From an optimization exercise on the open Yosys and OpenROAD flow, aimed at small area, a short achievable clock period and few clock cycles per item; shortcuts taken in it are not production practice. At most, simulation tests tie the RTL to the original design; equivalence was not proved.

==> flow/design.v <==
`timescale 1ns/1ps
module ln_aes128 (
    input  wire         clk,
    input  wire         rst,       
    input  wire         start,     
    input  wire [127:0] key,
    input  wire [127:0] din,
    output wire         ready,
    output reg          done,      
    output wire [127:0] dout
);
    function [7:0] aes_sbox;
        input [7:0] x;
        reg U0, U1, U2, U3, U4, U5, U6, U7, T1, T2, T3, T4, T5, T6, T7, T8, T9, T10, T11, T12, T13, T14, T15, T16, T17, T18, T19, T20, T21, T22, T23, T24, T25, T26, T27, D, M1, M2, M3, M4, M5, M6, M7, M8, M9, M10, M11, M12, M13, M14, M15, M16, M17, M18, M19, M20, M21, M22, M23, M24, M25, M26, M27, M28, M29, M30, M31, M32, M33, M34, M35, M36, M37, M38, M39, M40, M41, M42, M43, M44, M45, M46, M47, M48, M49, M50, M51, M52, M53, M54, M55, M56, M57, M58, M59, M60, M61, M62, M63, L0, L1, L2, L3, L4, L5, L6, L7, L8, L9, L10, L11, L12, L13, L14, L15, L16, L17, L18, L19, L20, L21, L22, L23, L24, L25, L26, L27, L28, L29;
        begin
            U0 = x[7];
            U1 = x[6];
            U2 = x[5];
            U3 = x[4];
            U4 = x[3];
            U5 = x[2];
            U6 = x[1];
            U7 = x[0];
            T1 = U0^U3;
            T2 = U0^U5;
            T3 = U0^U6;
            T4 = U3^U5;
            T5 = U4^U6;
            T6 = T1^T5;
            T7 = U1^U2;
            T8 = U7^T6;
            T9 = U7^T7;
            T10 = T6^T7;
            T11 = U1^U5;
            T12 = U2^U5;
            T13 = T3^T4;
            T14 = T6^T11;
            T15 = T5^T11;
            T16 = T5^T12;
            T17 = T9^T16;
            T18 = U3^U7;
            T19 = T7^T18;
            T20 = T1^T19;
            T21 = U6^U7;
            T22 = T7^T21;
            T23 = T2^T22;
            T24 = T2^T10;
            T25 = T20^T17;
            T26 = T3^T16;
            T27 = T1^T12;
            D = U7;
            M1 = T13&T6;
            M2 = T23&T8;
            M3 = T14^M1;
            M4 = T19&D;
            M5 = M4^M1;
            M6 = T3&T16;
            M7 = T22&T9;
            M8 = T26^M6;
            M9 = T20&T17;
            M10 = M9^M6;
            M11 = T1&T15;
            M12 = T4&T27;
            M13 = M12^M11;
            M14 = T2&T10;
            M15 = M14^M11;
            M16 = M3^M2;
            M17 = M5^T24;
            M18 = M8^M7;
            M19 = M10^M15;
            M20 = M16^M13;
            M21 = M17^M15;
            M22 = M18^M13;
            M23 = M19^T25;
            M24 = M22^M23;
            M25 = M22&M20;
            M26 = M21^M25;
            M27 = M20^M21;
            M28 = M23^M25;
            M29 = M28&M27;
            M30 = M26&M24;
            M31 = M20&M23;
            M32 = M27&M31;
            M33 = M27^M25;
            M34 = M21&M22;
            M35 = M24&M34;
            M36 = M24^M25;
            M37 = M21^M29;
            M38 = M32^M33;
            M39 = M23^M30;
            M40 = M35^M36;
            M41 = M38^M40;
            M42 = M37^M39;
            M43 = M37^M38;
            M44 = M39^M40;
            M45 = M42^M41;
            M46 = M44&T6;
            M47 = M40&T8;
            M48 = M39&D;
            M49 = M43&T16;
            M50 = M38&T9;
            M51 = M37&T17;
            M52 = M42&T15;
            M53 = M45&T27;
            M54 = M41&T10;
            M55 = M44&T13;
            M56 = M40&T23;
            M57 = M39&T19;
            M58 = M43&T3;
            M59 = M38&T22;
            M60 = M37&T20;
            M61 = M42&T1;
            M62 = M45&T4;
            M63 = M41&T2;
            L0 = M61^M62;
            L1 = M50^M56;
            L2 = M46^M48;
            L3 = M47^M55;
            L4 = M54^M58;
            L5 = M49^M61;
            L6 = M62^L5;
            L7 = M46^L3;
            L8 = M51^M59;
            L9 = M52^M53;
            L10 = M53^L4;
            L11 = M60^L2;
            L12 = M48^M51;
            L13 = M50^L0;
            L14 = M52^M61;
            L15 = M55^L1;
            L16 = M56^L0;
            L17 = M57^L1;
            L18 = M58^L8;
            L19 = M63^L4;
            L20 = L0^L1;
            L21 = L1^L7;
            L22 = L3^L12;
            L23 = L18^L2;
            L24 = L15^L9;
            L25 = L6^L10;
            L26 = L7^L9;
            L27 = L8^L10;
            L28 = L11^L14;
            L29 = L11^L17;
            aes_sbox[7] = L6^L24;
            aes_sbox[6] = ~(L16^L26);
            aes_sbox[5] = ~(L19^L28);
            aes_sbox[4] = L6^L21;
            aes_sbox[3] = L20^L22;
            aes_sbox[2] = L25^L29;
            aes_sbox[1] = ~(L13^L27);
            aes_sbox[0] = ~(L6^L23);
        end
    endfunction
    function [7:0] xtime;
        input [7:0] a;
        xtime = {a[6:0], 1'b0} ^ (a[7] ? 8'h1b : 8'h00);
    endfunction
    reg  [127:0] state;    
    reg  [127:0] rkey;     
    reg  [3:0]   rnd;      
    wire         busy = (rnd != 4'd0) && (rnd != 4'd10);
    reg          bsy;
    assign ready = !bsy;
    reg [7:0] rcon;
    always @(*) begin
        case (rnd)
            4'd1:    rcon = 8'h02;
            4'd2:    rcon = 8'h04;
            4'd3:    rcon = 8'h08;
            4'd4:    rcon = 8'h10;
            4'd5:    rcon = 8'h20;
            4'd6:    rcon = 8'h40;
            4'd7:    rcon = 8'h80;
            4'd8:    rcon = 8'h1b;
            4'd9:    rcon = 8'h36;
            default: rcon = 8'h01;
        endcase
    end
    reg          kidle;
    wire [127:0] ksrc = {bsy ? rkey[127:32] : key[127:32], kidle ? key[31:0] : rkey[31:0]};
    wire [31:0] kw0 = ksrc[127:96], kw1 = ksrc[95:64], kw2 = ksrc[63:32], kw3 = ksrc[31:0];
    wire [31:0] kt  = {aes_sbox(kw3[23:16]), aes_sbox(kw3[15:8]),
                       aes_sbox(kw3[7:0]), aes_sbox(kw3[31:24])};
    wire [31:0] kp0 = kw0 ^ {rcon, 24'h0};
    wire [31:0] kp1 = kp0 ^ kw1;
    wire [31:0] kp2 = kp1 ^ kw2;
    wire [31:0] kp3 = kp2 ^ kw3;
    wire [127:0] nk = {kp0 ^ kt, kp1 ^ kt, kp2 ^ kt, kp3 ^ kt};
    wire [127:0] mix;
    genvar gi;
    generate
        for (gi = 0; gi < 4; gi = gi + 1) begin : g_mc
            wire [7:0] a0 = state[127 - 32*gi -: 8],      a1 = state[127 - 32*gi - 8 -: 8];
            wire [7:0] a2 = state[127 - 32*gi - 16 -: 8], a3 = state[127 - 32*gi - 24 -: 8];
            wire [7:0] t  = a0 ^ a1 ^ a2 ^ a3;
            assign mix[127 - 32*gi      -: 8] = t ^ xtime(a0 ^ a1);
            assign mix[127 - 32*gi - 8  -: 8] = t ^ xtime(a1 ^ a2);
            assign mix[127 - 32*gi - 16 -: 8] = t ^ xtime(a2 ^ a3);
            assign mix[127 - 32*gi - 24 -: 8] = t ^ xtime(a3 ^ a0);
        end
    endgenerate
    wire [127:0] x = bsy ? (state ^ mix ^ rkey) : (din ^ key);
    wire [127:0] state_d;
    generate
        for (gi = 0; gi < 16; gi = gi + 1) begin : g_sb
            assign state_d[127 - 8*gi -: 8] =
                aes_sbox(x[127 - 8*(((gi/4 + gi%4) % 4)*4 + gi%4) -: 8]);
        end
    endgenerate
    assign dout = state ^ rkey;
    always @(posedge clk) begin
        state <= state_d;
        rkey  <= nk;
        if (rst) begin
            rnd   <= 4'd0;
            done  <= 1'b0;
            kidle <= 1'b1;
            bsy   <= 1'b0;
        end else begin
            done  <= (rnd == 4'd9);
            kidle <= busy ? (rnd == 4'd9) : !start;
            bsy   <= busy ? (rnd != 4'd9) : start;
            if (busy)
                rnd <= rnd + 4'd1;
            else if (start)
                rnd <= 4'd1;
            else
                rnd <= 4'd0;
        end
    end
endmodule
Settings: LEC_CHECK=0, CAP_MARGIN=20, CELL_PAD_IN_SITES_DETAIL_PLACEMENT=0, CELL_PAD_IN_SITES_GLOBAL_PLACEMENT=0, CORE_MARGIN=2, CORE_UTILIZATION=60, CTS_BUF_LIST=sky130_fd_sc_hd__clkbuf_4 sky130_fd_sc_hd__clkbuf_8, GPL_ROUTABILITY_DRIVEN=1, PLACE_DENSITY=0.75, SETUP_SLACK_MARGIN=3.0, SLEW_MARGIN=20; clock period 10.0 ns.
standard.sh (not shown) runs the stock make flow with config.mk's settings and CLKGATE_MAP_FILE= SYNTH_SCRIPT=/design/flow/synth_recipe.tcl, a recipe that flattens the netlist after the stock synthesis.
==> flow/flow/run.sh <==
#!/bin/bash
# Own layout flow: the standard layout (standard.sh), except that
#  - the technology mapping step of the standard synthesis runs ABC with the
#    script in flow/map.abc instead of ORFS's abc_speed/abc_area script;
#  - every input and output port still gets its own buffer, but the port
#    buffers are sky130_fd_sc_hd__buf_1 (buffer_ports -buffer_cell);
#  - the floorplan step does not run its pre-placement timing repair, which
#    times the unplaced netlist with wire-load models (REMOVE_ABC_BUFFERS=1);
#    timing is repaired after placement, CTS and global routing as usual.
# Everything else (Yosys passes, flip-flop mapping, flattening, renaming,
# floorplan, placement, CTS, routing) is the standard flow unchanged.
set -euo pipefail
W=$(pwd)
# ORFS synth.tcl with only the ABC script swapped
sed -e "s#log_cmd abc {\*}\$abc_args#log_cmd abc -script $W/flow/map.abc {*}[lrange \$abc_args 2 end]#" \
    "$FLOW_HOME/scripts/synth.tcl" > "$W/synth_mod.tcl"
grep -q "flow/map.abc" "$W/synth_mod.tcl"
# synth_recipe.tcl with synth.tcl replaced by the copy above
sed -e "s#source \$::env(SCRIPTS_DIR)/synth.tcl#source $W/synth_mod.tcl#" \
    "$W/synth_recipe.tcl" > "$W/own_synth.tcl"
grep -q "synth_mod.tcl" "$W/own_synth.tcl"
# standard.sh with the synthesis script replaced
sed -e "s#SYNTH_SCRIPT=[^ ]*#SYNTH_SCRIPT=$W/own_synth.tcl 'BUFFER_PORTS_ARGS=-inputs -outputs -buffer_cell sky130_fd_sc_hd__buf_1' REMOVE_ABC_BUFFERS=1#" \
    "$W/standard.sh" > "$W/own_standard.sh"
grep -q "own_synth.tcl" "$W/own_standard.sh"
grep -q "buffer_cell" "$W/own_standard.sh"
grep -q "REMOVE_ABC_BUFFERS=1" "$W/own_standard.sh"
bash "$W/own_standard.sh" finish > "$W/flow_make.log" 2>&1
test -f "$W/out/final.def"
==> flow/flow/map.abc <==
strash; &get -n; &dch -f; &nf -R 1000; &put; topo; stime -c
Testbench counts at the start, summed over its fixed seeds: cycles 16,000, blocks 1,600.
Rerun with:
--- a/flow/design.v
+++ b/flow/design.v
@@ -158,12 +158,11 @@
     endfunction
     reg  [127:0] state;    
     reg  [127:0] rkey;     
     reg  [3:0]   rnd;      
     wire         busy = (rnd != 4'd0) && (rnd != 4'd10);
-    reg          bsy;
-    assign ready = !bsy;
+    assign ready = !busy;
     reg [7:0] rcon;
     always @(*) begin
         case (rnd)
             4'd1:    rcon = 8'h02;
             4'd2:    rcon = 8'h04;
@@ -175,12 +174,11 @@
             4'd8:    rcon = 8'h1b;
             4'd9:    rcon = 8'h36;
             default: rcon = 8'h01;
         endcase
     end
-    reg          kidle;
-    wire [127:0] ksrc = {bsy ? rkey[127:32] : key[127:32], kidle ? key[31:0] : rkey[31:0]};
+    wire [127:0] ksrc = busy ? rkey : key;
     wire [31:0] kw0 = ksrc[127:96], kw1 = ksrc[95:64], kw2 = ksrc[63:32], kw3 = ksrc[31:0];
     wire [31:0] kt  = {aes_sbox(kw3[23:16]), aes_sbox(kw3[15:8]),
                        aes_sbox(kw3[7:0]), aes_sbox(kw3[31:24])};
     wire [31:0] kp0 = kw0 ^ {rcon, 24'h0};
     wire [31:0] kp1 = kp0 ^ kw1;
@@ -198,11 +196,11 @@
             assign mix[127 - 32*gi - 8  -: 8] = t ^ xtime(a1 ^ a2);
             assign mix[127 - 32*gi - 16 -: 8] = t ^ xtime(a2 ^ a3);
             assign mix[127 - 32*gi - 24 -: 8] = t ^ xtime(a3 ^ a0);
         end
     endgenerate
-    wire [127:0] x = bsy ? (state ^ mix ^ rkey) : (din ^ key);
+    wire [127:0] x = ((busy ? state : din) ^ ksrc) ^ (mix & {128{busy}});
     wire [127:0] state_d;
     generate
         for (gi = 0; gi < 16; gi = gi + 1) begin : g_sb
             assign state_d[127 - 8*gi -: 8] =
                 aes_sbox(x[127 - 8*(((gi/4 + gi%4) % 4)*4 + gi%4) -: 8]);
@@ -211,18 +209,14 @@
     assign dout = state ^ rkey;
     always @(posedge clk) begin
         state <= state_d;
         rkey  <= nk;
         if (rst) begin
-            rnd   <= 4'd0;
-            done  <= 1'b0;
-            kidle <= 1'b1;
-            bsy   <= 1'b0;
+            rnd  <= 4'd0;
+            done <= 1'b0;
         end else begin
-            done  <= (rnd == 4'd9);
-            kidle <= busy ? (rnd == 4'd9) : !start;
-            bsy   <= busy ? (rnd != 4'd9) : start;
+            done <= (rnd == 4'd9);
             if (busy)
                 rnd <= rnd + 4'd1;
             else if (start)
                 rnd <= 4'd1;
             else
Wire length came out higher by about 0.34%. Clock-buffer cell count came out higher by 6. Via count came out higher by about 1.7%. Final area came out higher by about 8%. Register-to-register slack loses 0.29 ns. Final cell count came out higher by about 0.8%. Sequential share of layout area came out lower by 1.2 points.
No functional check of the RTL was part of the second run of this note.

[static timing again, ports no longer ideal]
The results above use ideal ports. As a check the final layouts listed here were re-extracted and re-timed, cells and wires unchanged.
Step 1 (the two cells are an assumption about what drives the block):
set clk [get_ports {clk}]
set_driving_cell -lib_cell sky130_fd_sc_hd__clkbuf_16 $clk
set_driving_cell -lib_cell sky130_fd_sc_hd__buf_2 [delete_from_list [all_inputs] $clk]
Step 2 adds t to the input delays and takes it off the output delays; t is the mean of the earliest and latest rising clock arrival at the registers after step 1. Input paths then give back, and output paths get back, about the clock's delay inside the block.
Three values: ideal, step 1, step 2; two values: the first two.
run | t, ns | slack for setup (ns) | slew at the worst register clock pin (ns)
the first run | 0.694 | 3.216 / 3.255 / 2.561 | 0.07 / 0.07
the second run | 0.718 | 3.093 / 3.093 / 2.606 | 0.07 / 0.07
After both steps every run listed still meets setup and hold. The setup slack of the first run, which loses most, moves by +0.039 ns with the drivers and by -0.655 ns with both steps.
